Background: an optimization exercise with open tools, aiming at small area, a short achievable clock period and few clock cycles per item. Do not read the settings as production practice.
The RTL was checked by simulation tests, not by an equivalence proof against the original design.
Power and IR drop assume default switching activity.

==> flow/design.v (outline; a module is shown in full before it is edited, if it fits) <==
// module anvil_bus_mac: 1772 lines
// module anvil_fa: 10 lines
// module anvil_ha: 9 lines
module anvil_bus_mac (
    input  wire        clk,
    input  wire        rst,
    input  wire        in_valid,
    output wire        in_ready,
    input  wire [39:0] in_sample,    
    input  wire [23:0] in_gain,      
    input  wire        in_last,
    output reg         out_valid,
    input  wire        out_ready,
    output reg  [39:0] out_value,    
    output reg         out_clip
);
  // ...
==> flow/flow/run.sh <==
#!/bin/bash
# The standard layout, except that buffer_ports gives the ports
# sky130_fd_sc_hd__buf_2 buffers instead of the delay buffers it picks by
# default. Every port still gets its own buffer.
set -euo pipefail
bash standard.sh "BUFFER_PORTS_ARGS=-buffer_cell sky130_fd_sc_hd__buf_2" finish > standard.log 2>&1
==> flow/standard.sh <==
#!/bin/bash
# synth_recipe.tcl (not shown) runs the flow's synth.tcl, then flattens the netlist and writes it again
# the make line also repeats each setting of config.mk as NAME=value (left out here)
make -C /OpenROAD-flow-scripts/flow DESIGN_CONFIG=/design/flow/config.mk WORK_HOME=/design/flow/orfs CLKGATE_MAP_FILE= SYNTH_SCRIPT=/design/flow/synth_recipe.tcl "${@:-finish}"
==> flow/config.mk <==
export PLATFORM = sky130hd
export DESIGN_NAME = anvil_bus_mac
export DESIGN_NICKNAME = anvil_bus_mac
export VERILOG_FILES = /design/flow/design.v
export SDC_FILE = /design/flow/constraint.sdc
export NUM_CORES = 4
export LEC_CHECK = 0
export ABC_AREA = 1
export CAP_MARGIN = 20
export CORE_MARGIN = 2
export CORE_UTILIZATION = 40
export PLACE_DENSITY = 0.6
export SLEW_MARGIN = 60
export SYNTH_HIERARCHICAL = 1
==> flow/constraint.sdc <==
create_clock -name core_clock -period 18.0 [get_ports {clk}]
set_input_delay 3.6000 -clock core_clock [delete_from_list [all_inputs] [get_ports {clk}]]
set_output_delay 3.6000 -clock core_clock [all_outputs]
set_load 0.01 [all_outputs]
==> out/qor.csv, run 1 <==
metric;value;unit
synth_top_cell_by_area;fa_1;
grtUsageTotal;22.1;%
p_int;3.68;mW
clock_area_share;3.71;%
ff2ff_setup_slack;13330;ps
syn-instance-count;3098;
ys_seq_area_share;27.4;%
cp_slowest_cell;edfxtp_1;
seqPwrFrac;23.0;%
finalHoldViolCount;0;
dp_cells;4045;
ant_nets;0;
die-width;289;um
run_status;no timing/DRC/antenna violations;
numCtsBuffers;40;
syn_nets;3784;
buffers;154;
grt_max_degree;69;
cp-endpoint;out_value[0];
ctsHtreeMaxLevel;2;
crit_chain;buf_2;
holdPathStages;0;
area.share.sequential;25.3;%
grt_overflow_total;0;
final_max_slew_viol_count;0;
synth_edf_count;261;
n_antenna_cell;0;
place.gp.congestion;0.852;
fin_crit_sh;26.4;%
synth-simple-area-share;4.55;%
crit_type;register to primary output;
wl_met2;41000;um
min_period;4760;ps
totalPowerFinal;6.50;mW
synthesis.area;32600;um^2
irDropWorstVdd;0.000133;V
fin_setup_tns;0;ps
power.density;184;nW/um^2
worst_pin_slew;636;ps
top_usage_layer;met2;
synth_top_family_by_area;adder cells;
Testbench counts, summed over its fixed seeds: cycles 79,310, items 4,800.
==> run 2, diff against run 1 <==
--- a/flow/design.v
+++ b/flow/design.v
@@ -36,29 +36,29 @@
             btwo <= dtwo;
             gnz  <= |in_gain;
             i_l  <= in_last;
         end
         if (rst)      i_v <= 1'b0;
         else if (rdy) i_v <= in_valid;
     end
     wire pneg = (s_r[39] ^ bneg[11]) & (|s_r) & gnz;
-    wire [42:0] sx = {{2{s_r[39]}}, s_r, 1'b0};
-    wire [41:0] pp0 = (({42{bone[0]}} & sx[42:1]) | ({42{btwo[0]}} & sx[41:0])) ^ {42{bneg[0]}};
-    wire [41:0] pp1 = (({42{bone[1]}} & sx[42:1]) | ({42{btwo[1]}} & sx[41:0])) ^ {42{bneg[1]}};
-    wire [41:0] pp2 = (({42{bone[2]}} & sx[42:1]) | ({42{btwo[2]}} & sx[41:0])) ^ {42{bneg[2]}};
-    wire [41:0] pp3 = (({42{bone[3]}} & sx[42:1]) | ({42{btwo[3]}} & sx[41:0])) ^ {42{bneg[3]}};
-    wire [41:0] pp4 = (({42{bone[4]}} & sx[42:1]) | ({42{btwo[4]}} & sx[41:0])) ^ {42{bneg[4]}};
-    wire [41:0] pp5 = (({42{bone[5]}} & sx[42:1]) | ({42{btwo[5]}} & sx[41:0])) ^ {42{bneg[5]}};
-    wire [41:0] pp6 = (({42{bone[6]}} & sx[42:1]) | ({42{btwo[6]}} & sx[41:0])) ^ {42{bneg[6]}};
-    wire [41:0] pp7 = (({42{bone[7]}} & sx[42:1]) | ({42{btwo[7]}} & sx[41:0])) ^ {42{bneg[7]}};
-    wire [41:0] pp8 = (({42{bone[8]}} & sx[42:1]) | ({42{btwo[8]}} & sx[41:0])) ^ {42{bneg[8]}};
-    wire [41:0] pp9 = (({42{bone[9]}} & sx[42:1]) | ({42{btwo[9]}} & sx[41:0])) ^ {42{bneg[9]}};
-    wire [41:0] pp10 = (({42{bone[10]}} & sx[42:1]) | ({42{btwo[10]}} & sx[41:0])) ^ {42{bneg[10]}};
-    wire [41:0] pp11 = (({42{bone[11]}} & sx[42:1]) | ({42{btwo[11]}} & sx[41:0])) ^ {42{bneg[11]}};
+    wire [41:0] sx = {s_r[39], s_r, 1'b0};
+    wire [40:0] pp0 = (({41{bone[0]}} & sx[41:1]) | ({41{btwo[0]}} & sx[40:0])) ^ {41{bneg[0]}};
+    wire [40:0] pp1 = (({41{bone[1]}} & sx[41:1]) | ({41{btwo[1]}} & sx[40:0])) ^ {41{bneg[1]}};
+    wire [40:0] pp2 = (({41{bone[2]}} & sx[41:1]) | ({41{btwo[2]}} & sx[40:0])) ^ {41{bneg[2]}};
+    wire [40:0] pp3 = (({41{bone[3]}} & sx[41:1]) | ({41{btwo[3]}} & sx[40:0])) ^ {41{bneg[3]}};
+    wire [40:0] pp4 = (({41{bone[4]}} & sx[41:1]) | ({41{btwo[4]}} & sx[40:0])) ^ {41{bneg[4]}};
+    wire [40:0] pp5 = (({41{bone[5]}} & sx[41:1]) | ({41{btwo[5]}} & sx[40:0])) ^ {41{bneg[5]}};
+    wire [40:0] pp6 = (({41{bone[6]}} & sx[41:1]) | ({41{btwo[6]}} & sx[40:0])) ^ {41{bneg[6]}};
+    wire [40:0] pp7 = (({41{bone[7]}} & sx[41:1]) | ({41{btwo[7]}} & sx[40:0])) ^ {41{bneg[7]}};
+    wire [40:0] pp8 = (({41{bone[8]}} & sx[41:1]) | ({41{btwo[8]}} & sx[40:0])) ^ {41{bneg[8]}};
+    wire [40:0] pp9 = (({41{bone[9]}} & sx[41:1]) | ({41{btwo[9]}} & sx[40:0])) ^ {41{bneg[9]}};
+    wire [40:0] pp10 = (({41{bone[10]}} & sx[41:1]) | ({41{btwo[10]}} & sx[40:0])) ^ {41{bneg[10]}};
+    wire [40:0] pp11 = (({41{bone[11]}} & sx[41:1]) | ({41{btwo[11]}} & sx[40:0])) ^ {41{bneg[11]}};
     wire f0s = ~(bneg[0] ^ ~pneg);
     wire f0c = bneg[0] | ~pneg;
     wire h0s = ~pp0[1];
     wire h0c = pp0[1];
     wire f1s = ~(bneg[1] ^ pp0[2]);
     wire f1c = bneg[1] | pp0[2];
     wire h1s, h1c;
     anvil_ha u_h1 (.a(pp1[0]), .b(h0c), .s(h1s), .co(h1c));
@@ -703,304 +703,282 @@
     wire f286s, f286c;
     anvil_fa u_f286 (.a(f274c), .b(f283s), .c(f284s), .s(f286s), .co(f286c));
     wire f287s, f287c;
     anvil_fa u_f287 (.a(f275c), .b(f285s), .c(f276c), .s(f287s), .co(f287c));
     wire f288s, f288c;
     anvil_fa u_f288 (.a(f286s), .b(f277c), .c(f287s), .s(f288s), .co(f288c));
     wire h37s, h37c;
     anvil_ha u_h37 (.a(f278c), .b(f288s), .s(h37s), .co(h37c));
-    wire f289s, f289c;
-    anvil_fa u_f289 (.a(pp0[40]), .b(pp1[38]), .c(pp2[36]), .s(f289s), .co(f289c));
+    wire f289s = ~(~pp0[40] ^ pp1[38]);
+    wire f289c = ~pp0[40] | pp1[38];
     wire f290s, f290c;
-    anvil_fa u_f290 (.a(pp3[34]), .b(pp4[32]), .c(pp5[30]), .s(f290s), .co(f290c));
+    anvil_fa u_f290 (.a(pp2[36]), .b(pp3[34]), .c(pp4[32]), .s(f290s), .co(f290c));
     wire f291s, f291c;
-    anvil_fa u_f291 (.a(pp6[28]), .b(pp7[26]), .c(pp8[24]), .s(f291s), .co(f291c));
+    anvil_fa u_f291 (.a(pp5[30]), .b(pp6[28]), .c(pp7[26]), .s(f291s), .co(f291c));
     wire f292s, f292c;
-    anvil_fa u_f292 (.a(pp9[22]), .b(pp10[20]), .c(pp11[18]), .s(f292s), .co(f292c));
+    anvil_fa u_f292 (.a(pp8[24]), .b(pp9[22]), .c(pp10[20]), .s(f292s), .co(f292c));
     wire f293s, f293c;
-    anvil_fa u_f293 (.a(f279c), .b(f280c), .c(f281c), .s(f293s), .co(f293c));
+    anvil_fa u_f293 (.a(pp11[18]), .b(f289s), .c(f279c), .s(f293s), .co(f293c));
     wire f294s, f294c;
-    anvil_fa u_f294 (.a(f282c), .b(f289s), .c(f290s), .s(f294s), .co(f294c));
+    anvil_fa u_f294 (.a(f280c), .b(f281c), .c(f282c), .s(f294s), .co(f294c));
     wire f295s, f295c;
-    anvil_fa u_f295 (.a(f291s), .b(f292s), .c(f283c), .s(f295s), .co(f295c));
+    anvil_fa u_f295 (.a(f290s), .b(f291s), .c(f292s), .s(f295s), .co(f295c));
     wire f296s, f296c;
-    anvil_fa u_f296 (.a(f284c), .b(f293s), .c(f294s), .s(f296s), .co(f296c));
+    anvil_fa u_f296 (.a(f283c), .b(f284c), .c(f293s), .s(f296s), .co(f296c));
     wire f297s, f297c;
-    anvil_fa u_f297 (.a(f285c), .b(f295s), .c(f286c), .s(f297s), .co(f297c));
+    anvil_fa u_f297 (.a(f294s), .b(f295s), .c(f285c), .s(f297s), .co(f297c));
     wire f298s, f298c;
-    anvil_fa u_f298 (.a(f296s), .b(f287c), .c(f297s), .s(f298s), .co(f298c));
-    wire h38s, h38c;
-    anvil_ha u_h38 (.a(f288c), .b(f298s), .s(h38s), .co(h38c));
-    wire f299s = ~(~pp0[41] ^ pp1[39]);
-    wire f299c = ~pp0[41] | pp1[39];
-    wire f300s, f300c;
-    anvil_fa u_f300 (.a(pp2[37]), .b(pp3[35]), .c(pp4[33]), .s(f300s), .co(f300c));
+    anvil_fa u_f298 (.a(f286c), .b(f296s), .c(f297s), .s(f298s), .co(f298c));
+    wire f299s, f299c;
+    anvil_fa u_f299 (.a(f287c), .b(f298s), .c(f288c), .s(f299s), .co(f299c));
+    wire f300s = ~(pp1[39] ^ pp2[37]);
+    wire f300c = pp1[39] | pp2[37];
     wire f301s, f301c;
-    anvil_fa u_f301 (.a(pp5[31]), .b(pp6[29]), .c(pp7[27]), .s(f301s), .co(f301c));
+    anvil_fa u_f301 (.a(pp3[35]), .b(pp4[33]), .c(pp5[31]), .s(f301s), .co(f301c));
     wire f302s, f302c;
-    anvil_fa u_f302 (.a(pp8[25]), .b(pp9[23]), .c(pp10[21]), .s(f302s), .co(f302c));
+    anvil_fa u_f302 (.a(pp6[29]), .b(pp7[27]), .c(pp8[25]), .s(f302s), .co(f302c));
     wire f303s, f303c;
-    anvil_fa u_f303 (.a(pp11[19]), .b(f299s), .c(f289c), .s(f303s), .co(f303c));
+    anvil_fa u_f303 (.a(pp9[23]), .b(pp10[21]), .c(pp11[19]), .s(f303s), .co(f303c));
     wire f304s, f304c;
-    anvil_fa u_f304 (.a(f290c), .b(f291c), .c(f292c), .s(f304s), .co(f304c));
+    anvil_fa u_f304 (.a(f289c), .b(f300s), .c(f290c), .s(f304s), .co(f304c));
     wire f305s, f305c;
-    anvil_fa u_f305 (.a(f300s), .b(f301s), .c(f302s), .s(f305s), .co(f305c));
+    anvil_fa u_f305 (.a(f291c), .b(f292c), .c(f301s), .s(f305s), .co(f305c));
     wire f306s, f306c;
-    anvil_fa u_f306 (.a(f293c), .b(f294c), .c(f303s), .s(f306s), .co(f306c));
+    anvil_fa u_f306 (.a(f302s), .b(f303s), .c(f293c), .s(f306s), .co(f306c));
     wire f307s, f307c;
-    anvil_fa u_f307 (.a(f304s), .b(f305s), .c(f295c), .s(f307s), .co(f307c));
+    anvil_fa u_f307 (.a(f294c), .b(f295c), .c(f304s), .s(f307s), .co(f307c));
     wire f308s, f308c;
-    anvil_fa u_f308 (.a(f296c), .b(f306s), .c(f307s), .s(f308s), .co(f308c));
+    anvil_fa u_f308 (.a(f305s), .b(f296c), .c(f306s), .s(f308s), .co(f308c));
     wire f309s, f309c;
-    anvil_fa u_f309 (.a(f297c), .b(f308s), .c(f298c), .s(f309s), .co(f309c));
-    wire f310s = ~(pp1[40] ^ pp2[38]);
-    wire f310c = pp1[40] | pp2[38];
+    anvil_fa u_f309 (.a(f307s), .b(f297c), .c(f308s), .s(f309s), .co(f309c));
+    wire h38s, h38c;
+    anvil_ha u_h38 (.a(f298c), .b(f309s), .s(h38s), .co(h38c));
+    wire f310s, f310c;
+    anvil_fa u_f310 (.a(~pp1[40]), .b(pp2[38]), .c(pp3[36]), .s(f310s), .co(f310c));
     wire f311s, f311c;
-    anvil_fa u_f311 (.a(pp3[36]), .b(pp4[34]), .c(pp5[32]), .s(f311s), .co(f311c));
+    anvil_fa u_f311 (.a(pp4[34]), .b(pp5[32]), .c(pp6[30]), .s(f311s), .co(f311c));
     wire f312s, f312c;
-    anvil_fa u_f312 (.a(pp6[30]), .b(pp7[28]), .c(pp8[26]), .s(f312s), .co(f312c));
+    anvil_fa u_f312 (.a(pp7[28]), .b(pp8[26]), .c(pp9[24]), .s(f312s), .co(f312c));
     wire f313s, f313c;
-    anvil_fa u_f313 (.a(pp9[24]), .b(pp10[22]), .c(pp11[20]), .s(f313s), .co(f313c));
+    anvil_fa u_f313 (.a(pp10[22]), .b(pp11[20]), .c(f300c), .s(f313s), .co(f313c));
     wire f314s, f314c;
-    anvil_fa u_f314 (.a(f299c), .b(f310s), .c(f300c), .s(f314s), .co(f314c));
+    anvil_fa u_f314 (.a(f301c), .b(f302c), .c(f303c), .s(f314s), .co(f314c));
     wire f315s, f315c;
-    anvil_fa u_f315 (.a(f301c), .b(f302c), .c(f311s), .s(f315s), .co(f315c));
+    anvil_fa u_f315 (.a(f310s), .b(f311s), .c(f312s), .s(f315s), .co(f315c));
     wire f316s, f316c;
-    anvil_fa u_f316 (.a(f312s), .b(f313s), .c(f303c), .s(f316s), .co(f316c));
+    anvil_fa u_f316 (.a(f313s), .b(f304c), .c(f305c), .s(f316s), .co(f316c));
     wire f317s, f317c;
-    anvil_fa u_f317 (.a(f304c), .b(f305c), .c(f314s), .s(f317s), .co(f317c));
+    anvil_fa u_f317 (.a(f314s), .b(f315s), .c(f306c), .s(f317s), .co(f317c));
     wire f318s, f318c;
-    anvil_fa u_f318 (.a(f315s), .b(f306c), .c(f316s), .s(f318s), .co(f318c));
+    anvil_fa u_f318 (.a(f307c), .b(f316s), .c(f317s), .s(f318s), .co(f318c));
     wire f319s, f319c;
-    anvil_fa u_f319 (.a(f317s), .b(f307c), .c(f318s), .s(f319s), .co(f319c));
-    wire h39s, h39c;
-    anvil_ha u_h39 (.a(f308c), .b(f319s), .s(h39s), .co(h39c));
-    wire f320s, f320c;
-    anvil_fa u_f320 (.a(~pp1[41]), .b(pp2[39]), .c(pp3[37]), .s(f320s), .co(f320c));
+    anvil_fa u_f319 (.a(f308c), .b(f318s), .c(f309c), .s(f319s), .co(f319c));
+    wire f320s = ~(pp2[39] ^ pp3[37]);
+    wire f320c = pp2[39] | pp3[37];
     wire f321s, f321c;
     anvil_fa u_f321 (.a(pp4[35]), .b(pp5[33]), .c(pp6[31]), .s(f321s), .co(f321c));
     wire f322s, f322c;
     anvil_fa u_f322 (.a(pp7[29]), .b(pp8[27]), .c(pp9[25]), .s(f322s), .co(f322c));
     wire f323s, f323c;
-    anvil_fa u_f323 (.a(pp10[23]), .b(pp11[21]), .c(f310c), .s(f323s), .co(f323c));
+    anvil_fa u_f323 (.a(pp10[23]), .b(pp11[21]), .c(f320s), .s(f323s), .co(f323c));
     wire f324s, f324c;
-    anvil_fa u_f324 (.a(f311c), .b(f312c), .c(f313c), .s(f324s), .co(f324c));
+    anvil_fa u_f324 (.a(f310c), .b(f311c), .c(f312c), .s(f324s), .co(f324c));
     wire f325s, f325c;
-    anvil_fa u_f325 (.a(f320s), .b(f321s), .c(f322s), .s(f325s), .co(f325c));
+    anvil_fa u_f325 (.a(f321s), .b(f322s), .c(f313c), .s(f325s), .co(f325c));
     wire f326s, f326c;
     anvil_fa u_f326 (.a(f323s), .b(f314c), .c(f315c), .s(f326s), .co(f326c));
     wire f327s, f327c;
     anvil_fa u_f327 (.a(f324s), .b(f325s), .c(f316c), .s(f327s), .co(f327c));
     wire f328s, f328c;
-    anvil_fa u_f328 (.a(f317c), .b(f326s), .c(f327s), .s(f328s), .co(f328c));
+    anvil_fa u_f328 (.a(f326s), .b(f317c), .c(f327s), .s(f328s), .co(f328c));
+    wire h39s, h39c;
+    anvil_ha u_h39 (.a(f318c), .b(f328s), .s(h39s), .co(h39c));
     wire f329s, f329c;
-    anvil_fa u_f329 (.a(f318c), .b(f328s), .c(f319c), .s(f329s), .co(f329c));
-    wire f330s = ~(pp2[40] ^ pp3[38]);
-    wire f330c = pp2[40] | pp3[38];
+    anvil_fa u_f329 (.a(~pp2[40]), .b(pp3[38]), .c(pp4[36]), .s(f329s), .co(f329c));
+    wire f330s, f330c;
+    anvil_fa u_f330 (.a(pp5[34]), .b(pp6[32]), .c(pp7[30]), .s(f330s), .co(f330c));
     wire f331s, f331c;
-    anvil_fa u_f331 (.a(pp4[36]), .b(pp5[34]), .c(pp6[32]), .s(f331s), .co(f331c));
+    anvil_fa u_f331 (.a(pp8[28]), .b(pp9[26]), .c(pp10[24]), .s(f331s), .co(f331c));
     wire f332s, f332c;
-    anvil_fa u_f332 (.a(pp7[30]), .b(pp8[28]), .c(pp9[26]), .s(f332s), .co(f332c));
+    anvil_fa u_f332 (.a(pp11[22]), .b(f320c), .c(f321c), .s(f332s), .co(f332c));
     wire f333s, f333c;
-    anvil_fa u_f333 (.a(pp10[24]), .b(pp11[22]), .c(f330s), .s(f333s), .co(f333c));
+    anvil_fa u_f333 (.a(f322c), .b(f329s), .c(f330s), .s(f333s), .co(f333c));
     wire f334s, f334c;
-    anvil_fa u_f334 (.a(f320c), .b(f321c), .c(f322c), .s(f334s), .co(f334c));
+    anvil_fa u_f334 (.a(f331s), .b(f323c), .c(f324c), .s(f334s), .co(f334c));
     wire f335s, f335c;
-    anvil_fa u_f335 (.a(f331s), .b(f332s), .c(f323c), .s(f335s), .co(f335c));
+    anvil_fa u_f335 (.a(f332s), .b(f333s), .c(f325c), .s(f335s), .co(f335c));
     wire f336s, f336c;
-    anvil_fa u_f336 (.a(f333s), .b(f324c), .c(f325c), .s(f336s), .co(f336c));
+    anvil_fa u_f336 (.a(f326c), .b(f334s), .c(f335s), .s(f336s), .co(f336c));
     wire f337s, f337c;
-    anvil_fa u_f337 (.a(f334s), .b(f335s), .c(f326c), .s(f337s), .co(f337c));
-    wire f338s, f338c;
-    anvil_fa u_f338 (.a(f336s), .b(f327c), .c(f337s), .s(f338s), .co(f338c));
-    wire h40s, h40c;
-    anvil_ha u_h40 (.a(f328c), .b(f338s), .s(h40s), .co(h40c));
+    anvil_fa u_f337 (.a(f327c), .b(f336s), .c(f328c), .s(f337s), .co(f337c));
+    wire f338s = ~(pp3[39] ^ pp4[37]);
+    wire f338c = pp3[39] | pp4[37];
     wire f339s, f339c;
-    anvil_fa u_f339 (.a(~pp2[41]), .b(pp3[39]), .c(pp4[37]), .s(f339s), .co(f339c));
+    anvil_fa u_f339 (.a(pp5[35]), .b(pp6[33]), .c(pp7[31]), .s(f339s), .co(f339c));
     wire f340s, f340c;
-    anvil_fa u_f340 (.a(pp5[35]), .b(pp6[33]), .c(pp7[31]), .s(f340s), .co(f340c));
+    anvil_fa u_f340 (.a(pp8[29]), .b(pp9[27]), .c(pp10[25]), .s(f340s), .co(f340c));
     wire f341s, f341c;
-    anvil_fa u_f341 (.a(pp8[29]), .b(pp9[27]), .c(pp10[25]), .s(f341s), .co(f341c));
+    anvil_fa u_f341 (.a(pp11[23]), .b(f338s), .c(f329c), .s(f341s), .co(f341c));
     wire f342s, f342c;
-    anvil_fa u_f342 (.a(pp11[23]), .b(f330c), .c(f331c), .s(f342s), .co(f342c));
+    anvil_fa u_f342 (.a(f330c), .b(f331c), .c(f339s), .s(f342s), .co(f342c));
     wire f343s, f343c;
-    anvil_fa u_f343 (.a(f332c), .b(f339s), .c(f340s), .s(f343s), .co(f343c));
+    anvil_fa u_f343 (.a(f340s), .b(f332c), .c(f333c), .s(f343s), .co(f343c));
     wire f344s, f344c;
-    anvil_fa u_f344 (.a(f341s), .b(f333c), .c(f334c), .s(f344s), .co(f344c));
+    anvil_fa u_f344 (.a(f341s), .b(f342s), .c(f334c), .s(f344s), .co(f344c));
     wire f345s, f345c;
-    anvil_fa u_f345 (.a(f342s), .b(f343s), .c(f335c), .s(f345s), .co(f345c));
+    anvil_fa u_f345 (.a(f343s), .b(f335c), .c(f344s), .s(f345s), .co(f345c));
+    wire h40s, h40c;
+    anvil_ha u_h40 (.a(f336c), .b(f345s), .s(h40s), .co(h40c));
     wire f346s, f346c;
-    anvil_fa u_f346 (.a(f336c), .b(f344s), .c(f345s), .s(f346s), .co(f346c));
+    anvil_fa u_f346 (.a(~pp3[40]), .b(pp4[38]), .c(pp5[36]), .s(f346s), .co(f346c));
     wire f347s, f347c;
-    anvil_fa u_f347 (.a(f337c), .b(f346s), .c(f338c), .s(f347s), .co(f347c));
-    wire f348s = ~(pp3[40] ^ pp4[38]);
-    wire f348c = pp3[40] | pp4[38];
+    anvil_fa u_f347 (.a(pp6[34]), .b(pp7[32]), .c(pp8[30]), .s(f347s), .co(f347c));
+    wire f348s, f348c;
+    anvil_fa u_f348 (.a(pp9[28]), .b(pp10[26]), .c(pp11[24]), .s(f348s), .co(f348c));
     wire f349s, f349c;
-    anvil_fa u_f349 (.a(pp5[36]), .b(pp6[34]), .c(pp7[32]), .s(f349s), .co(f349c));
+    anvil_fa u_f349 (.a(f338c), .b(f339c), .c(f340c), .s(f349s), .co(f349c));
     wire f350s, f350c;
-    anvil_fa u_f350 (.a(pp8[30]), .b(pp9[28]), .c(pp10[26]), .s(f350s), .co(f350c));
+    anvil_fa u_f350 (.a(f346s), .b(f347s), .c(f348s), .s(f350s), .co(f350c));
     wire f351s, f351c;
-    anvil_fa u_f351 (.a(pp11[24]), .b(f348s), .c(f339c), .s(f351s), .co(f351c));
+    anvil_fa u_f351 (.a(f341c), .b(f342c), .c(f349s), .s(f351s), .co(f351c));
     wire f352s, f352c;
-    anvil_fa u_f352 (.a(f340c), .b(f341c), .c(f349s), .s(f352s), .co(f352c));
+    anvil_fa u_f352 (.a(f350s), .b(f343c), .c(f351s), .s(f352s), .co(f352c));
     wire f353s, f353c;
-    anvil_fa u_f353 (.a(f350s), .b(f342c), .c(f343c), .s(f353s), .co(f353c));
-    wire f354s, f354c;
-    anvil_fa u_f354 (.a(f351s), .b(f352s), .c(f344c), .s(f354s), .co(f354c));
+    anvil_fa u_f353 (.a(f344c), .b(f352s), .c(f345c), .s(f353s), .co(f353c));
+    wire f354s = ~(pp4[39] ^ pp5[37]);
+    wire f354c = pp4[39] | pp5[37];
     wire f355s, f355c;
-    anvil_fa u_f355 (.a(f353s), .b(f345c), .c(f354s), .s(f355s), .co(f355c));
-    wire h41s, h41c;
-    anvil_ha u_h41 (.a(f346c), .b(f355s), .s(h41s), .co(h41c));
+    anvil_fa u_f355 (.a(pp6[35]), .b(pp7[33]), .c(pp8[31]), .s(f355s), .co(f355c));
     wire f356s, f356c;
-    anvil_fa u_f356 (.a(~pp3[41]), .b(pp4[39]), .c(pp5[37]), .s(f356s), .co(f356c));
+    anvil_fa u_f356 (.a(pp9[29]), .b(pp10[27]), .c(pp11[25]), .s(f356s), .co(f356c));
     wire f357s, f357c;
-    anvil_fa u_f357 (.a(pp6[35]), .b(pp7[33]), .c(pp8[31]), .s(f357s), .co(f357c));
+    anvil_fa u_f357 (.a(f354s), .b(f346c), .c(f347c), .s(f357s), .co(f357c));
     wire f358s, f358c;
-    anvil_fa u_f358 (.a(pp9[29]), .b(pp10[27]), .c(pp11[25]), .s(f358s), .co(f358c));
+    anvil_fa u_f358 (.a(f348c), .b(f355s), .c(f356s), .s(f358s), .co(f358c));
     wire f359s, f359c;
-    anvil_fa u_f359 (.a(f348c), .b(f349c), .c(f350c), .s(f359s), .co(f359c));
+    anvil_fa u_f359 (.a(f349c), .b(f350c), .c(f357s), .s(f359s), .co(f359c));
     wire f360s, f360c;
-    anvil_fa u_f360 (.a(f356s), .b(f357s), .c(f358s), .s(f360s), .co(f360c));
+    anvil_fa u_f360 (.a(f358s), .b(f351c), .c(f359s), .s(f360s), .co(f360c));
+    wire h41s, h41c;
+    anvil_ha u_h41 (.a(f352c), .b(f360s), .s(h41s), .co(h41c));
     wire f361s, f361c;
-    anvil_fa u_f361 (.a(f351c), .b(f352c), .c(f359s), .s(f361s), .co(f361c));
+    anvil_fa u_f361 (.a(~pp4[40]), .b(pp5[38]), .c(pp6[36]), .s(f361s), .co(f361c));
     wire f362s, f362c;
-    anvil_fa u_f362 (.a(f360s), .b(f353c), .c(f361s), .s(f362s), .co(f362c));
+    anvil_fa u_f362 (.a(pp7[34]), .b(pp8[32]), .c(pp9[30]), .s(f362s), .co(f362c));
     wire f363s, f363c;
-    anvil_fa u_f363 (.a(f354c), .b(f362s), .c(f355c), .s(f363s), .co(f363c));
-    wire f364s = ~(pp4[40] ^ pp5[38]);
-    wire f364c = pp4[40] | pp5[38];
+    anvil_fa u_f363 (.a(pp10[28]), .b(pp11[26]), .c(f354c), .s(f363s), .co(f363c));
+    wire f364s, f364c;
+    anvil_fa u_f364 (.a(f355c), .b(f356c), .c(f361s), .s(f364s), .co(f364c));
     wire f365s, f365c;
-    anvil_fa u_f365 (.a(pp6[36]), .b(pp7[34]), .c(pp8[32]), .s(f365s), .co(f365c));
+    anvil_fa u_f365 (.a(f362s), .b(f363s), .c(f357c), .s(f365s), .co(f365c));
     wire f366s, f366c;
-    anvil_fa u_f366 (.a(pp9[30]), .b(pp10[28]), .c(pp11[26]), .s(f366s), .co(f366c));
+    anvil_fa u_f366 (.a(f358c), .b(f364s), .c(f359c), .s(f366s), .co(f366c));
     wire f367s, f367c;
-    anvil_fa u_f367 (.a(f364s), .b(f356c), .c(f357c), .s(f367s), .co(f367c));
-    wire f368s, f368c;
-    anvil_fa u_f368 (.a(f358c), .b(f365s), .c(f366s), .s(f368s), .co(f368c));
+    anvil_fa u_f367 (.a(f365s), .b(f360c), .c(f366s), .s(f367s), .co(f367c));
+    wire f368s = ~(pp5[39] ^ pp6[37]);
+    wire f368c = pp5[39] | pp6[37];
     wire f369s, f369c;
-    anvil_fa u_f369 (.a(f359c), .b(f360c), .c(f367s), .s(f369s), .co(f369c));
+    anvil_fa u_f369 (.a(pp7[35]), .b(pp8[33]), .c(pp9[31]), .s(f369s), .co(f369c));
     wire f370s, f370c;
-    anvil_fa u_f370 (.a(f368s), .b(f361c), .c(f369s), .s(f370s), .co(f370c));
-    wire h42s, h42c;
-    anvil_ha u_h42 (.a(f362c), .b(f370s), .s(h42s), .co(h42c));
+    anvil_fa u_f370 (.a(pp10[29]), .b(pp11[27]), .c(f368s), .s(f370s), .co(f370c));
     wire f371s, f371c;
-    anvil_fa u_f371 (.a(~pp4[41]), .b(pp5[39]), .c(pp6[37]), .s(f371s), .co(f371c));
+    anvil_fa u_f371 (.a(f361c), .b(f362c), .c(f369s), .s(f371s), .co(f371c));
     wire f372s, f372c;
-    anvil_fa u_f372 (.a(pp7[35]), .b(pp8[33]), .c(pp9[31]), .s(f372s), .co(f372c));
+    anvil_fa u_f372 (.a(f363c), .b(f370s), .c(f364c), .s(f372s), .co(f372c));
     wire f373s, f373c;
-    anvil_fa u_f373 (.a(pp10[29]), .b(pp11[27]), .c(f364c), .s(f373s), .co(f373c));
+    anvil_fa u_f373 (.a(f371s), .b(f365c), .c(f372s), .s(f373s), .co(f373c));
+    wire h42s, h42c;
+    anvil_ha u_h42 (.a(f366c), .b(f373s), .s(h42s), .co(h42c));
     wire f374s, f374c;
-    anvil_fa u_f374 (.a(f365c), .b(f366c), .c(f371s), .s(f374s), .co(f374c));
+    anvil_fa u_f374 (.a(~pp5[40]), .b(pp6[38]), .c(pp7[36]), .s(f374s), .co(f374c));
     wire f375s, f375c;
-    anvil_fa u_f375 (.a(f372s), .b(f373s), .c(f367c), .s(f375s), .co(f375c));
+    anvil_fa u_f375 (.a(pp8[34]), .b(pp9[32]), .c(pp10[30]), .s(f375s), .co(f375c));
     wire f376s, f376c;
-    anvil_fa u_f376 (.a(f368c), .b(f374s), .c(f369c), .s(f376s), .co(f376c));
+    anvil_fa u_f376 (.a(pp11[28]), .b(f368c), .c(f369c), .s(f376s), .co(f376c));
     wire f377s, f377c;
-    anvil_fa u_f377 (.a(f375s), .b(f370c), .c(f376s), .s(f377s), .co(f377c));
-    wire f378s = ~(pp5[40] ^ pp6[38]);
-    wire f378c = pp5[40] | pp6[38];
+    anvil_fa u_f377 (.a(f374s), .b(f375s), .c(f370c), .s(f377s), .co(f377c));
+    wire f378s, f378c;
+    anvil_fa u_f378 (.a(f371c), .b(f376s), .c(f377s), .s(f378s), .co(f378c));
     wire f379s, f379c;
-    anvil_fa u_f379 (.a(pp7[36]), .b(pp8[34]), .c(pp9[32]), .s(f379s), .co(f379c));
-    wire f380s, f380c;
-    anvil_fa u_f380 (.a(pp10[30]), .b(pp11[28]), .c(f378s), .s(f380s), .co(f380c));
+    anvil_fa u_f379 (.a(f372c), .b(f378s), .c(f373c), .s(f379s), .co(f379c));
+    wire f380s = ~(pp6[39] ^ pp7[37]);
+    wire f380c = pp6[39] | pp7[37];
     wire f381s, f381c;
-    anvil_fa u_f381 (.a(f371c), .b(f372c), .c(f379s), .s(f381s), .co(f381c));
+    anvil_fa u_f381 (.a(pp8[35]), .b(pp9[33]), .c(pp10[31]), .s(f381s), .co(f381c));
     wire f382s, f382c;
-    anvil_fa u_f382 (.a(f373c), .b(f380s), .c(f374c), .s(f382s), .co(f382c));
+    anvil_fa u_f382 (.a(pp11[29]), .b(f380s), .c(f374c), .s(f382s), .co(f382c));
     wire f383s, f383c;
-    anvil_fa u_f383 (.a(f381s), .b(f375c), .c(f382s), .s(f383s), .co(f383c));
-    wire h43s, h43c;
-    anvil_ha u_h43 (.a(f376c), .b(f383s), .s(h43s), .co(h43c));
+    anvil_fa u_f383 (.a(f375c), .b(f381s), .c(f376c), .s(f383s), .co(f383c));
     wire f384s, f384c;
-    anvil_fa u_f384 (.a(~pp5[41]), .b(pp6[39]), .c(pp7[37]), .s(f384s), .co(f384c));
+    anvil_fa u_f384 (.a(f382s), .b(f377c), .c(f383s), .s(f384s), .co(f384c));
+    wire h43s, h43c;
+    anvil_ha u_h43 (.a(f378c), .b(f384s), .s(h43s), .co(h43c));
     wire f385s, f385c;
-    anvil_fa u_f385 (.a(pp8[35]), .b(pp9[33]), .c(pp10[31]), .s(f385s), .co(f385c));
+    anvil_fa u_f385 (.a(~pp6[40]), .b(pp7[38]), .c(pp8[36]), .s(f385s), .co(f385c));
     wire f386s, f386c;
-    anvil_fa u_f386 (.a(pp11[29]), .b(f378c), .c(f379c), .s(f386s), .co(f386c));
+    anvil_fa u_f386 (.a(pp9[34]), .b(pp10[32]), .c(pp11[30]), .s(f386s), .co(f386c));
     wire f387s, f387c;
-    anvil_fa u_f387 (.a(f384s), .b(f385s), .c(f380c), .s(f387s), .co(f387c));
+    anvil_fa u_f387 (.a(f380c), .b(f381c), .c(f385s), .s(f387s), .co(f387c));
     wire f388s, f388c;
-    anvil_fa u_f388 (.a(f381c), .b(f386s), .c(f387s), .s(f388s), .co(f388c));
+    anvil_fa u_f388 (.a(f386s), .b(f382c), .c(f387s), .s(f388s), .co(f388c));
     wire f389s, f389c;
-    anvil_fa u_f389 (.a(f382c), .b(f388s), .c(f383c), .s(f389s), .co(f389c));
-    wire f390s = ~(pp6[40] ^ pp7[38]);
-    wire f390c = pp6[40] | pp7[38];
+    anvil_fa u_f389 (.a(f383c), .b(f388s), .c(f384c), .s(f389s), .co(f389c));
+    wire f390s = ~(pp7[39] ^ pp8[37]);
+    wire f390c = pp7[39] | pp8[37];
     wire f391s, f391c;
-    anvil_fa u_f391 (.a(pp8[36]), .b(pp9[34]), .c(pp10[32]), .s(f391s), .co(f391c));
+    anvil_fa u_f391 (.a(pp9[35]), .b(pp10[33]), .c(pp11[31]), .s(f391s), .co(f391c));
     wire f392s, f392c;
-    anvil_fa u_f392 (.a(pp11[30]), .b(f390s), .c(f384c), .s(f392s), .co(f392c));
+    anvil_fa u_f392 (.a(f390s), .b(f385c), .c(f386c), .s(f392s), .co(f392c));
     wire f393s, f393c;
-    anvil_fa u_f393 (.a(f385c), .b(f391s), .c(f386c), .s(f393s), .co(f393c));
-    wire f394s, f394c;
-    anvil_fa u_f394 (.a(f392s), .b(f387c), .c(f393s), .s(f394s), .co(f394c));
+    anvil_fa u_f393 (.a(f391s), .b(f387c), .c(f392s), .s(f393s), .co(f393c));
     wire h44s, h44c;
-    anvil_ha u_h44 (.a(f388c), .b(f394s), .s(h44s), .co(h44c));
+    anvil_ha u_h44 (.a(f388c), .b(f393s), .s(h44s), .co(h44c));
+    wire f394s, f394c;
+    anvil_fa u_f394 (.a(~pp7[40]), .b(pp8[38]), .c(pp9[36]), .s(f394s), .co(f394c));
     wire f395s, f395c;
-    anvil_fa u_f395 (.a(~pp6[41]), .b(pp7[39]), .c(pp8[37]), .s(f395s), .co(f395c));
+    anvil_fa u_f395 (.a(pp10[34]), .b(pp11[32]), .c(f390c), .s(f395s), .co(f395c));
     wire f396s, f396c;
-    anvil_fa u_f396 (.a(pp9[35]), .b(pp10[33]), .c(pp11[31]), .s(f396s), .co(f396c));
+    anvil_fa u_f396 (.a(f391c), .b(f394s), .c(f395s), .s(f396s), .co(f396c));
     wire f397s, f397c;
-    anvil_fa u_f397 (.a(f390c), .b(f391c), .c(f395s), .s(f397s), .co(f397c));
-    wire f398s, f398c;
-    anvil_fa u_f398 (.a(f396s), .b(f392c), .c(f397s), .s(f398s), .co(f398c));
+    anvil_fa u_f397 (.a(f392c), .b(f396s), .c(f393c), .s(f397s), .co(f397c));
+    wire f398s = ~(pp8[39] ^ pp9[37]);
+    wire f398c = pp8[39] | pp9[37];
     wire f399s, f399c;
-    anvil_fa u_f399 (.a(f393c), .b(f398s), .c(f394c), .s(f399s), .co(f399c));
-    wire f400s = ~(pp7[40] ^ pp8[38]);
-    wire f400c = pp7[40] | pp8[38];
+    anvil_fa u_f399 (.a(pp10[35]), .b(pp11[33]), .c(f398s), .s(f399s), .co(f399c));
+    wire f400s, f400c;
+    anvil_fa u_f400 (.a(f394c), .b(f395c), .c(f399s), .s(f400s), .co(f400c));
+    wire h45s, h45c;
+    anvil_ha u_h45 (.a(f396c), .b(f400s), .s(h45s), .co(h45c));
     wire f401s, f401c;
-    anvil_fa u_f401 (.a(pp9[36]), .b(pp10[34]), .c(pp11[32]), .s(f401s), .co(f401c));
+    anvil_fa u_f401 (.a(~pp8[40]), .b(pp9[38]), .c(pp10[36]), .s(f401s), .co(f401c));
     wire f402s, f402c;
-    anvil_fa u_f402 (.a(f400s), .b(f395c), .c(f396c), .s(f402s), .co(f402c));
+    anvil_fa u_f402 (.a(pp11[34]), .b(f398c), .c(f401s), .s(f402s), .co(f402c));
     wire f403s, f403c;
-    anvil_fa u_f403 (.a(f401s), .b(f397c), .c(f402s), .s(f403s), .co(f403c));
-    wire h45s, h45c;
-    anvil_ha u_h45 (.a(f398c), .b(f403s), .s(h45s), .co(h45c));
-    wire f404s, f404c;
-    anvil_fa u_f404 (.a(~pp7[41]), .b(pp8[39]), .c(pp9[37]), .s(f404s), .co(f404c));
+    anvil_fa u_f403 (.a(f399c), .b(f402s), .c(f400c), .s(f403s), .co(f403c));
+    wire f404s = ~(pp9[39] ^ pp10[37]);
+    wire f404c = pp9[39] | pp10[37];
     wire f405s, f405c;
-    anvil_fa u_f405 (.a(pp10[35]), .b(pp11[33]), .c(f400c), .s(f405s), .co(f405c));
+    anvil_fa u_f405 (.a(pp11[35]), .b(f404s), .c(f401c), .s(f405s), .co(f405c));
+    wire h46s, h46c;
+    anvil_ha u_h46 (.a(f402c), .b(f405s), .s(h46s), .co(h46c));
     wire f406s, f406c;
-    anvil_fa u_f406 (.a(f401c), .b(f404s), .c(f405s), .s(f406s), .co(f406c));
+    anvil_fa u_f406 (.a(~pp9[40]), .b(pp10[38]), .c(pp11[36]), .s(f406s), .co(f406c));
     wire f407s, f407c;
-    anvil_fa u_f407 (.a(f402c), .b(f406s), .c(f403c), .s(f407s), .co(f407c));
-    wire f408s = ~(pp8[40] ^ pp9[38]);
-    wire f408c = pp8[40] | pp9[38];
-    wire f409s, f409c;
-    anvil_fa u_f409 (.a(pp10[36]), .b(pp11[34]), .c(f408s), .s(f409s), .co(f409c));
-    wire f410s, f410c;
-    anvil_fa u_f410 (.a(f404c), .b(f405c), .c(f409s), .s(f410s), .co(f410c));
-    wire h46s, h46c;
-    anvil_ha u_h46 (.a(f406c), .b(f410s), .s(h46s), .co(h46c));
-    wire f411s, f411c;
-    anvil_fa u_f411 (.a(~pp8[41]), .b(pp9[39]), .c(pp10[37]), .s(f411s), .co(f411c));
-    wire f412s, f412c;
-    anvil_fa u_f412 (.a(pp11[35]), .b(f408c), .c(f411s), .s(f412s), .co(f412c));
-    wire f413s, f413c;
-    anvil_fa u_f413 (.a(f409c), .b(f412s), .c(f410c), .s(f413s), .co(f413c));
-    wire f414s = ~(pp9[40] ^ pp10[38]);
-    wire f414c = pp9[40] | pp10[38];
-    wire f415s, f415c;
-    anvil_fa u_f415 (.a(pp11[36]), .b(f414s), .c(f411c), .s(f415s), .co(f415c));
+    anvil_fa u_f407 (.a(f404c), .b(f406s), .c(f405c), .s(f407s), .co(f407c));
+    wire f408s = ~(pp10[39] ^ pp11[37]);
+    wire f408c = pp10[39] | pp11[37];
     wire h47s, h47c;
-    anvil_ha u_h47 (.a(f412c), .b(f415s), .s(h47s), .co(h47c));
-    wire f416s, f416c;
-    anvil_fa u_f416 (.a(~pp9[41]), .b(pp10[39]), .c(pp11[37]), .s(f416s), .co(f416c));
-    wire f417s, f417c;
-    anvil_fa u_f417 (.a(f414c), .b(f416s), .c(f415c), .s(f417s), .co(f417c));
-    wire f418s = ~(pp10[40] ^ pp11[38]);
-    wire f418c = pp10[40] | pp11[38];
-    wire h48s, h48c;
-    anvil_ha u_h48 (.a(f418s), .b(f416c), .s(h48s), .co(h48c));
-    wire f419s, f419c;
-    anvil_fa u_f419 (.a(~pp10[41]), .b(pp11[39]), .c(f418c), .s(f419s), .co(f419c));
-    wire h49s = ~pp11[40];
-    wire h49c = pp11[40];
-    wire [63:0] rs = {~pp11[41], f419c, h48c, f417c, h47c, f413c, h46c, f407c, h45c, f399c, h44c, f389c, h43c, f377c, h42c, f363c, h41c, f347c, h40c, f329c, h39c, f309c, h38c, h37c, h36c, h35c, h34c, h33c, h32c, h31c, h30c, h29c, h28c, h27c, h26c, h25c, h24c, h23c, h22c, h21c, h20c, h19c, h18c, f90c, h17c, h16c, f72s, h14c, h13c, h12c, h11c, h10c, h9c, h8c, h7c, h6c, f12s, f9s, f6s, f4s, f2s, f1s, f0c, pp0[0]};
-    wire [63:0] rc = {h49c, h49s, f419s, h48s, f417s, h47s, f413s, h46s, f407s, h45s, f399s, h44s, f389s, h43s, f377s, h42s, f363s, h41s, f347s, h40s, f329s, h39s, f309s, h38s, h37s, h36s, h35s, h34s, h33s, h32s, h31s, h30s, h29s, h28s, h27s, h26s, h25s, h24s, h23s, h22s, h21s, h20s, h19s, h18s, f90s, h17s, h16s, h15s, h14s, h13s, h12s, h11s, h10s, h9s, h8s, h7s, h6s, h5s, h4s, h3s, h2s, h1s, h0s, f0s};
+    anvil_ha u_h47 (.a(f408s), .b(f406c), .s(h47s), .co(h47c));
+    wire f409s, f409c;
+    anvil_fa u_f409 (.a(~pp10[40]), .b(pp11[38]), .c(f408c), .s(f409s), .co(f409c));
+    wire h48s = ~pp11[39];
+    wire h48c = pp11[39];
+    wire [63:0] rs = {1'b1, ~pp11[40], f409c, h47c, f407c, h46c, f403c, h45c, f397c, h44c, f389c, h43c, f379c, h42c, f367c, h41c, f353c, h40c, f337c, h39c, f319c, h38c, f299c, h37c, h36c, h35c, h34c, h33c, h32c, h31c, h30c, h29c, h28c, h27c, h26c, h25c, h24c, h23c, h22c, h21c, h20c, h19c, h18c, f90c, h17c, h16c, f72s, h14c, h13c, h12c, h11c, h10c, h9c, h8c, h7c, h6c, f12s, f9s, f6s, f4s, f2s, f1s, f0c, pp0[0]};
+    wire [63:0] rc = {1'b0, h48c, h48s, f409s, h47s, f407s, h46s, f403s, h45s, f397s, h44s, f389s, h43s, f379s, h42s, f367s, h41s, f353s, h40s, f337s, h39s, f319s, h38s, f299s, h37s, h36s, h35s, h34s, h33s, h32s, h31s, h30s, h29s, h28s, h27s, h26s, h25s, h24s, h23s, h22s, h21s, h20s, h19s, h18s, f90s, h17s, h16s, h15s, h14s, h13s, h12s, h11s, h10s, h9s, h8s, h7s, h6s, h5s, h4s, h3s, h2s, h1s, h0s, f0s};
     wire lo_p0 = rs[0] ^ rc[0];
     wire lo_g0 = rs[0] & rc[0];
     wire lo_p1 = rs[1] ^ rc[1];
     wire lo_g1 = rs[1] & rc[1];
     wire lo_p2 = rs[2] ^ rc[2];
     wire lo_g2 = rs[2] & rc[2];
     wire lo_p3 = rs[3] ^ rc[3];
     wire lo_g3 = rs[3] & rc[3];
--- a/flow/config.mk
+++ b/flow/config.mk
@@ -4,11 +4,12 @@
 export VERILOG_FILES = /design/flow/design.v
 export SDC_FILE = /design/flow/constraint.sdc
 export NUM_CORES = 4
 export LEC_CHECK = 0
 export ABC_AREA = 1
 export CAP_MARGIN = 20
 export CORE_MARGIN = 2
 export CORE_UTILIZATION = 40
+export CTS_BUF_LIST = sky130_fd_sc_hd__clkbuf_8
 export PLACE_DENSITY = 0.6
 export SLEW_MARGIN = 60
 export SYNTH_HIERARCHICAL = 1
==> out/qor.csv, run 2 <==
metric;value;unit;change
run_status;no timing/DRC/antenna violations;;
place_area;33500;um^2;
grt_pass1_vias;24100;;
crit_chain;buf_2;;
num_vias;23400;;
yosysMostFrequentCell;xor2_1;;
cp_max_fo;1;;
worstPathArrival;1290;ps;
cts.sinks;315;;
rsz0062_at_grt;no;;
synth_cell_types;42;;
cp-end-kind;primary output;;
critPathRequiredTime;14400;ps;
cpLargestDelayFamily;flip-flops;;
cts_resized;0;;
irDropWorstVdd;0.000105;V;-21%
holdPathStages;0;;unchanged
dr.pass1.iters;5;;
synth.area.top_cells;fa_1 (26%), edfxtp_1 (24%), xor2_1 (14%);;
die-width;288;um;-0.58%
fin_setup_tns;0;ps;unchanged
routed_wl;93200;um;
leakage;14.4;nW;
layout_common_cells;xor2_1 (519), o22ai_1 (469), fa_1 (426);;
grt_first_pass_wirelength;145000;um;
cp_slowest_cell;edfxtp_1;;
ctsHtreeMaxLevel;2;;unchanged
drt_iter0_markers;2319;;
numCtsBuffers;59;;+48%
start_util;40.2;%;
worst_pin_slew;651;ps;+15.0 ps
layout_setup_ws;13110;ps;
crit_type;register to primary output;;
dp_hpwl;61800;um;
final_max_slew_viol_count;0;;unchanged
multi_input_area;21300;um^2;
cts_setup_buffers;0;;
startpoint_type;register;;
grt_max_degree;72;;+4.3%
synth_ff_type;edfxtp_1;;
clkTransAtPathRegs;60;ps;
layout_commonest_cell;xor2_1;;
synth_top_area_share;26.5;%;
syn_nets;3681;;-2.7%
syn-instance-count;3006;;-3.0%
portBuffers;111;;
finalClockSkew;38.3;ps;
min_period;4890;ps;+137 ps
synth_seq_cells;315;;
slowest_delay;440;ps;
final-setup-viol-count;0;;
whs;434;ps;
ys_top_cells_by_count;xor2_1 (520), o22ai_1 (469), fa_1 (426), edfxtp_1 (260), inv_1 (232);;
synthToLayoutAreaGrowth;8.35;%;
pre_cts_ws;13190;ps;
drv_cap;0;;
synth_edf_count;260;;-0.38%
fin_nets;3635;;
synthArstFlopShare;0;%;
final_area;34900;um^2;
wl_per_cell;22.9;um;
grt_overflow_total;0;;unchanged
synthesis.area;32200;um^2;-1.2%
num_rows;104;;
n_fill_cell;7665;;
die_area;82800;um^2;
crit_cells;1;;
clk_path_buf_depth;3;;
io_pins;112;;
totalPowerFinal;6.26;mW;-3.7%
die-height;288;um;
place.gp.congestion;0.868;;+1.9%
clk_latency;700;ps;
yosysWarnings;7;;
min_path_type;register to register;;
max_slew_margin;56.6;%;
reg2reg_depth;9;;
syn_area_per_cell;10.7;um^2;
max_freq;204;MHz;
drc;0;;
cts_tree;yes;;
grtUsageTotal;22.6;%;+0.58 points
ctsHoldBuffers;0;;
final_layout_size_suffix_gt1_share;10.5;%;
finalHoldViolCount;0;;unchanged
cts_root_buf;clkbuf_8;;
grt_antenna_before_repair;1;;
ys_seq_area_share;27.7;%;+0.23 points
core_area;80200;um^2;
path_buf_inv;1;;
power.density;179;nW/um^2;-2.5%
ant_nets;0;;unchanged
area.sequential;8920;um^2;
vias_per_cell;5.74;;
fin_crit_sh;27.2;%;+0.76 points
synth_top_cell_by_area;fa_1;;
largestRegisters;m_c (49), m_s (49), acc (46);;
## run 2: cell count changes after synthesis, moves of 11 or more
cell,delta
a2bb2oi_1,+41
buf_2,+20
inv_2,+11
o21ai_1,+18
nand2_1,-87
inv_1,-50
a21oi_1,-40
nor2_1,+41
buf_1,-26
## run 2: metrics by stage
step	utilization [%]	cells
finish	43.5	4070
detailed placement	41.8	3956
global route	43.5	4069
floorplan	-	3006
global placement	41.6	3955
CTS	43.4	4064
## run 2: final timing paths
| check | startpoint | endpoint | slack, ps |
|---|---|---|---|
| setup / recovery | out_value[0]$_DFFE_PP_ | out_value[0] | 13110 |
| setup reg to reg | s_r[0]$_DFFE_PP_ | m_c[12]$_DFFE_PP_ | 13240 |
| hold reg to reg | i_l$_DFFE_PP_ | m_l$_DFFE_PP_ | 430 |
| hold / removal | i_l$_DFFE_PP_ | m_l$_DFFE_PP_ | 430 |
## run 2: report_power, final
group,switching [mW],leakage (nW),internal (mW)
Combinational,2.29,10.6,1.77
Clock,0.331,0.680,0.405
Sequential,0.0997,3.17,1.37
Total,2.72,14.4,3.54
## run 2: per-module statistics from Yosys, one instance, submodules excluded
module         flip-flops and latches  cell area (um^2)  copies in the design  cells
anvil_bus_mac                     315             24000                     1   2578
anvil_fa                            0              20.0                   381      1
anvil_ha                            0              12.5                    47      1
## run 2: cell families after synthesis
logic type | after synthesis | synth area share, %
mux | 7 | 0.245
buf+inv | 529 | 6.35
compound gates | 697 | 13.6
flops | 315 | 27.7
fa+ha+maj | 606 | 33.5
simple gates | 317 | 4.10
xor+xnor | 535 | 14.6
## run 2: routing by layer
layer	part of all wire [%]	up-vias	routed length (um)	track usage, %
met5	0	-	0	0
met4	3.6	0	3340	8.63
met3	9.6	217	8960	4.41
met2	44	1246	40800	34.5
met1	43	11600	40100	31.9
li1	-	10300	-	-
## run 2: area by class of cell
type,count,area share (%)
Timing Repair Buffer,158,2.98
Clock buffer,68,2.68
Antenna cell,3,0.0215
Tap cell,1060,3.80
Sequential cell,315,25.6
Inverter,264,3.05
Multi-Input combinational cell,2162,61.0
Clock inverter,40,0.879
Testbench counts of run 2, summed over its fixed seeds: cycles 79,310, items 4,800.
==> run 3, diff against run 2 <==
--- a/flow/config.mk
+++ b/flow/config.mk
@@ -9,7 +9,6 @@
 export CAP_MARGIN = 20
 export CORE_MARGIN = 2
 export CORE_UTILIZATION = 40
-export CTS_BUF_LIST = sky130_fd_sc_hd__clkbuf_8
 export PLACE_DENSITY = 0.6
 export SLEW_MARGIN = 60
 export SYNTH_HIERARCHICAL = 1
==> out/qor.csv, run 3 <==
metric;value;unit;change
run_status;no timing/DRC/antenna violations;;
rsz0062_at_grt;no;;
ctsHtreeMaxLevel;2;;unchanged
core_area;80200;um^2;unchanged
final_area;34900;um^2;about the same
cts_tree;yes;;
wl_per_cell;23.0;um;+0.59%
grt_pass1_vias;24000;;-0.67%
max_freq;208;MHz;+1.9%
ant_nets;0;;unchanged
clk_latency;590;ps;-110 ps
startpoint_type;register;;
worstPathArrival;1200;ps;-90 ps
syn_area_per_cell;10.7;um^2;unchanged
yosysMostFrequentCell;xor2_1;;
area.sequential;8920;um^2;unchanged
grt_overflow_total;0;;unchanged
synth_ff_type;edfxtp_1;;
path_buf_inv;1;;unchanged
layout_common_cells;xor2_1 (519), o22ai_1 (469), fa_1 (426);;
cpLargestDelayFamily;flip-flops;;
cp-end-kind;primary output;;
cp-endpoint;out_value[0];;
multi_input_area;21300;um^2;unchanged
ys_top_cells_by_count;xor2_1 (520), o22ai_1 (469), fa_1 (426), edfxtp_1 (260), inv_1 (232);;
largestRegisters;m_c (49), m_s (49), acc (46);;
synth_top_area_share;26.5;%;unchanged
routed_wl;92800;um;-0.37%
grt_max_degree;72;;unchanged
synth_seq_cells;315;;unchanged
synthArstFlopShare;0;%;unchanged
start_util;40.2;%;unchanged
die-height;288;um;unchanged
crit_cells;1;;unchanged
grt_antenna_before_repair;1;;unchanged
clkTransAtPathRegs;60;ps;about the same
cts_setup_buffers;0;;unchanged
num_vias;23300;;-0.39%
startpoint;out_value[0]$_DFFE_PP_;;
irDropWorstVdd;0.000105;V;-0.47%
syn_nets;3681;;unchanged
crit_chain;buf_2;;
finalHoldViolCount;0;;unchanged
synth_compound_area_share;13.6;%;unchanged
drc;0;;unchanged
io_pins;112;;unchanged
grtUsageTotal;22.6;%;-0.054 points
synthToLayoutAreaGrowth;8.34;%;about the same
dr.pass1.iters;6;;+1
max_slew_margin;56.1;%;-0.58 points
synth-xor-area-share;14.6;%;unchanged
leakage;14.3;nW;-0.48%
die_area;82800;um^2;unchanged
final_max_slew_viol_count;0;;unchanged
portBuffers;111;;unchanged
synthMuxAreaShare;0.245;%;unchanged
syn-instance-count;3006;;unchanged
die-width;288;um;unchanged
numCtsBuffers;39;;-34%
yosysWarnings;7;;unchanged
final-setup-viol-count;0;;unchanged
reg2reg_depth;9;;unchanged
n_fill_cell;7631;;-0.44%
cts_resized;0;;unchanged
rr_endpoint;m_c[12]$_DFFE_PP_;;
cts.sinks;315;;unchanged
place.gp.congestion;0.868;;unchanged
crit_type;register to primary output;;
critPathRequiredTime;14400;ps;about the same
synth.area.top_cells;fa_1 (26%), edfxtp_1 (24%), xor2_1 (14%);;
synth_edf_count;260;;unchanged
drt_iter0_markers;2409;;+3.9%
final_layout_size_suffix_gt1_share;9.76;%;-0.78 points
num_rows;104;;unchanged
fin_crit_sh;26.7;%;-0.50 points
layout_commonest_cell;xor2_1;;
worst_pin_slew;652;ps;+1.75 ps
fin_nets;3615;;-0.55%
ff2ff_setup_slack;13240;ps;about the same
synth_fa_ha_area_share;33.5;%;unchanged
synth_top_family_by_area;adder cells;;
cp_slowest_cell;edfxtp_1;;
synthesis.area;32200;um^2;unchanged
synth_top_cell_by_area;fa_1;;
synth_cell_types;42;;unchanged
vias_per_cell;5.78;;+0.57%
cts_root_buf;clkbuf_16;;
fin_setup_tns;0;ps;unchanged
power.density;180;nW/um^2;+0.40%
ctsHoldBuffers;0;;unchanged
cp_max_fo;1;;unchanged
drv_cap;0;;unchanged
synth-simple-area-share;4.10;%;unchanged
grt_first_pass_wirelength;144000;um;-0.27%
min_path_type;register to register;;
slowest_delay;440;ps;about the same
clk_path_buf_depth;3;;unchanged
ys_seq_area_share;27.7;%;unchanged
place_area;33500;um^2;unchanged
dp_hpwl;61800;um;unchanged
r2r-start;s_r[0]$_DFFE_PP_;;
min_period;4800;ps;-90.9 ps
finalClockSkew;33.3;ps;-5.00 ps
run 3: changes by cell type in the layout (fill, tap and decap cells not counted), moves of 3 or more:
cell and change:
inv_1 -13, bufinv_16 -3, clkbuf_1 +11, clkbuf_8 -64, clkbuf_16 +39, clkinv_1 -8
run 3: Yosys stat by module, one instance, submodules excluded:
module | flip-flops and latches | copies in the design | cell area (um^2) | cells
anvil_fa | 0 | 381 | 20.0 | 1
anvil_ha | 0 | 47 | 12.5 | 1
anvil_bus_mac | 315 | 1 | 24000 | 2578
run 3: metal layers:
layer	vias to the layer above	wire length, um	track usage [%]	share of wire (%)
li1	10200	-	-	-
met1	11600	39700	31.8	43
met3	213	8840	4.43	9.5
met5	-	13	0	0.014
met2	1232	40900	34.4	44
met4	2	3400	8.47	3.7
run 3: stage by stage:
step	hold WS (ps)	power, mW	instances	worst slack, ps	util (%)
floorplan	400	4.24	3006	11480	-
global placement	412	5.38	3955	13240	41.6
detailed placement	415	5.53	3956	13190	41.8
CTS	439	6.34	4027	13090	43.4
global route	442	7.00	4030	13080	43.5
finish	435	6.29	4031	13200	43.5
run 3: how the worst min path moves through the flow:
stage | cells past startpoint | startpoint | to | slack [ps]
6_report | 0 | i_l$_DFFE_PP_ | m_l$_DFFE_PP_ | 430
3_3_place_gp | 0 | i_l$_DFFE_PP_ | m_l$_DFFE_PP_ | 410
3_5_place_dp | 0 | i_l$_DFFE_PP_ | m_l$_DFFE_PP_ | 410
4_1_cts | 0 | i_l$_DFFE_PP_ | m_l$_DFFE_PP_ | 440
2_1_floorplan | 0 | i_l$_DFFE_PP_ | m_l$_DFFE_PP_ | 400
5_1_grt | 0 | i_l$_DFFE_PP_ | m_l$_DFFE_PP_ | 440
run 3: area by class of cell:
class,instances,share of cell area [%]
inverter,264,3.05
sequential,315,25.6
clock inverter,17,0.495
timing repair buffer,158,2.98
tap,1060,3.80
clock buffer,54,3.07
antenna,1,0.00717
multi-input combinational,2162,61.0
run 3: power by group:
group          internal, mW  leakage (nW)  switching [mW]  total (mW)
Combinational          1.77          10.6            2.29        4.05
Sequential             1.37          3.17          0.0989        1.47
Clock                 0.438         0.611           0.328       0.766
Total                  3.57          14.3            2.71        6.29
run 3: logic make-up (layout without fill, tap and decap cells):
logic type                 after synthesis  after routing
muxes                                    7              7
xor gates and xnor gates               535            535
and+or+nand+nor                        317            317
buffers and inverters                  529            493
adders and majority gates              606            606
DFF                                    315            315
AOI/OAI and AO/OA                      697            697
other                                    0              1
==> run 4, diff against run 3 <==
==> flow/flow/run.sh (replaced) <==
#!/bin/bash
# The standard layout, except:
# - buffer_ports gives the ports sky130_fd_sc_hd__buf_2 buffers instead of
#   the delay buffers it picks by default (every port still gets a buffer);
# - repair_timing works to a setup slack margin, so that it improves the
#   paths that already meet the clock period. The clock, its period and the
#   constraints are the standard flow's.
set -euo pipefail
bash standard.sh "BUFFER_PORTS_ARGS=-buffer_cell sky130_fd_sc_hd__buf_2" "SETUP_SLACK_MARGIN=13.3" finish > standard.log 2>&1
==> out/qor.csv, run 4 <==
metric;value;unit;change
run_status;no timing/DRC/antenna violations;;
final_max_slew_viol_count;0;;unchanged
die_area;82800;um^2;unchanged
cpLargestDelayFamily;flip-flops;;
startpoint;out_value[17]$_DFFE_PP_;;
drv_cap;0;;unchanged
largestRegisters;m_c (49), m_s (49), acc (46);;
grt_pass1_vias;23700;;-1.1%
leakage;14.4;nW;+0.33%
crit_type;register to primary output;;
slowest_delay;410;ps;-30 ps
grt_antenna_before_repair;0;;-1
clkTransAtPathRegs;60;ps;about the same
grtUsageTotal;22.5;%;-0.050 points
yosysMostFrequentCell;xor2_1;;
num_vias;23200;;-0.24%
synth_compound_area_share;13.6;%;unchanged
irDropWorstVdd;0.000113;V;+7.7%
place.gp.congestion;0.866;;-0.22%
layout_commonest_cell;xor2_1;;
grt_overflow_total;0;;unchanged
num_rows;104;;unchanged
synth_top_family_by_area;adder cells;;
dr.pass1.iters;6;;unchanged
worstPathArrival;1160;ps;-40 ps
p_int;3.62;mW;+1.5%
ff2ff_setup_slack;13390;ps;+150 ps
finalClockSkew;38.4;ps;+5.02 ps
utilization;43.7;%;+0.17 points
synth_edf_count;260;;unchanged
critPathRequiredTime;14400;ps;about the same
finalHoldViolCount;0;;unchanged
ctsHtreeMaxLevel;2;;unchanged
grt_first_pass_wirelength;144000;um;-0.32%
cp-endpoint;out_value[17];;
seqPwrFrac;23.2;%;about the same
p_switching;2.70;mW;-0.66%
synthesis.area;32200;um^2;unchanged
fin_crit_sh;26.5;%;-0.22 points
synth.area.top_cells;fa_1 (26%), edfxtp_1 (24%), xor2_1 (14%);;
synth_ff_type;edfxtp_1;;
portBuffers;111;;unchanged
core_area;80200;um^2;unchanged
fin_setup_tns;0;ps;unchanged
rsz0062_at_grt;yes;;
crit_cells;1;;unchanged
routed_wl;93200;um;+0.41%
final-setup-viol-count;0;;unchanged
crit_chain;buf_2;;
ys_seq_area_share;27.7;%;unchanged
clk_latency;590;ps;about the same
layout_common_cells;xor2_1 (519), o22ai_1 (469), fa_1 (426);;
die-width;288;um;unchanged
synth_seq_cells;315;;unchanged
wl_per_cell;23.1;um;+0.41%
synth_fa_ha_area_share;33.5;%;unchanged
min_path_type;register to register;;
synth_cell_types;42;;unchanged
synthToLayoutAreaGrowth;8.77;%;
synth_top_cell_by_area;fa_1;;
synthArstFlopShare;0;%;unchanged
cp_slowest_cell;edfxtp_1;;
synthMuxAreaShare;0.245;%;unchanged
yosysWarnings;7;;unchanged
grt_max_degree;76;;+5.6%
rr_endpoint;m_c[26]$_DFFE_PP_;;
cp_max_fo;1;;unchanged
min_period;4760;ps;-40.4 ps
synth_top_area_share;26.5;%;unchanged
clk_path_buf_depth;3;;unchanged
syn-instance-count;3006;;unchanged
syn_area_per_cell;10.7;um^2;unchanged
power.density;180;nW/um^2;+0.16%
drt_iter0_markers;2112;;-12%
syn_nets;3681;;unchanged
cts_root_buf;clkbuf_16;;
switching_share;42.7;%;-0.52 points
cts.sinks;315;;unchanged
cts_tree;yes;;
dp_hpwl;62600;um;+1.2%
die-height;288;um;unchanged
startpoint_type;register;;
synth-xor-area-share;14.6;%;unchanged
final_layout_size_suffix_gt1_share;10.1;%;+0.37 points
vias_per_cell;5.76;;-0.24%
max_freq;210;MHz;+0.85%
worst_pin_slew;685;ps;+32.8 ps
max_slew_margin;54.0;%;-2.1 points
start_util;40.2;%;unchanged
numCtsBuffers;39;;unchanged
path_buf_inv;1;;unchanged
n_antenna_cell;0;;-1
fin_nets;3616;;+0.028%
cp-end-kind;primary output;;
ant_nets;0;;unchanged
power_frac_comb;63.8;%;-0.7 points
synth-simple-area-share;4.10;%;unchanged
p_clk_share;13.0;%;+0.8 points
ys_top_cells_by_count;xor2_1 (520), o22ai_1 (469), fa_1 (426), edfxtp_1 (260), inv_1 (232);;
reg2reg_depth;10;;+1
io_pins;112;;unchanged
drc;0;;unchanged
r2r-start;bone[4]$_DFFE_PP_;;
## run 4: final cells by class
| type | instances | area, um^2 |
|---|---|---|
| sequential | 315 | 8920 |
| inverter | 264 | 1080 |
| timing repair buffer | 159 | 1040 |
| tap | 1060 | 1330 |
| multi-input combinational | 2162 | 21300 |
| fill | 7722 | 45100 |
| clock buffer | 49 | 1040 |
| clock inverter | 22 | 317 |
## run 4: worst min path at each step
stage	startpoint	endpoint	slack [ps]	depth (start not counted)
2_1_floorplan	i_l$_DFFE_PP_	m_l$_DFFE_PP_	400	0
3_3_place_gp	i_l$_DFFE_PP_	m_l$_DFFE_PP_	440	0
3_5_place_dp	i_l$_DFFE_PP_	m_l$_DFFE_PP_	410	0
4_1_cts	i_l$_DFFE_PP_	m_l$_DFFE_PP_	420	0
5_1_grt	i_l$_DFFE_PP_	m_l$_DFFE_PP_	440	0
6_report	i_l$_DFFE_PP_	m_l$_DFFE_PP_	420	0
## run 4: cell families (layout without fill, tap and decap cells)
family                   after synthesis  after routing
AO/OA/AOI/OAI                        697            697
buffers and inverters                529            494
XOR/XNOR                             535            535
multiplexers                           7              7
adder cells (fa/ha/maj)              606            606
flip-flops                           315            315
AND/OR/NAND/NOR                      317            317
## run 4: through the flow
| stage | power, mW | hold WS, ps | worst slack, ps | area (um^2) | cells |
|---|---|---|---|---|---|
| after floorplan | 4.24 | 400 | 13490 | 32200 | 3006 |
| final | 6.32 | 422 | 13240 | 35000 | 4031 |
| after detailed placement | 5.52 | 406 | 13290 | 33500 | 3953 |
| after global routing | 7.02 | 436 | 13190 | 35000 | 4031 |
| after CTS | 6.38 | 420 | 13190 | 34900 | 4025 |
| after global placement | 5.38 | 436 | 12970 | 33300 | 3952 |
## run 4: power groups by stage
stage	Clock [mW]	Sequential, mW	Combinational (mW)
5_1_grt	0.873	1.49	4.66
3_5_place_dp	0	1.48	4.04
3_3_place_gp	0	1.48	3.90
6_report	0.821	1.47	4.03
2_1_floorplan	0	1.44	2.80
4_1_cts	0.846	1.47	4.07
## run 4: Yosys stat by module (local to each module, per instance)
module	flip-flops and latches	cells	area, um^2	times used
anvil_bus_mac	315	2578	24000	1
anvil_fa	0	1	20.0	381
anvil_ha	0	1	12.5	47
## run 4: repair_timing
item,4_1_cts,5_1_grt
setup buffers,1,2
gates resized for setup,2,9
hold buffers,0,0
hold endpoints to repair,0,0
pin swaps,0,0
setup endpoints to repair,33,71
## run 4: layer usage
metal / wire (um) / part of all wire [%] / global-route usage [%] / vias up
met1: 40200 / 43 / 31.7 / 11500
met2: 40700 / 44 / 33.9 / 1242
met5: 0 / 0 / 0 / -
met4: 3750 / 4.0 / 9.02 / 0
li1: - / - / - / 10200
met3: 8530 / 9.2 / 4.88 / 251

port drivers added, routing unchanged:
No port has a modelled driver above. Below, the same layouts with a new extraction and two added sets of constraints.
Step 1, drivers: a clkbuf_16 drives clk and a buf_2 each remaining input, both assumed.
Step 2 times the ports against the registers' clock, not the clock port: input delays grow and output delays shrink by t, the midpoint of the rising clock arrivals with the driver on.
Slacks: ideal ports / drivers / drivers and shift; pairs: ideal ports / drivers.
run | shift t [ns] | setup slack, ns | worst setup path at the end
run 1 | 0.630 | 13.243 / 13.186 / 13.274 | input to register
run 2 | 0.752 | 13.106 / 13.040 / 13.237 | register to register
run 3 | 0.643 | 13.197 / 13.131 / 13.241 | register to register
run 4 | 0.639 | 13.238 / 13.172 / 13.296 | input to register
After both steps every run listed still meets setup and hold.
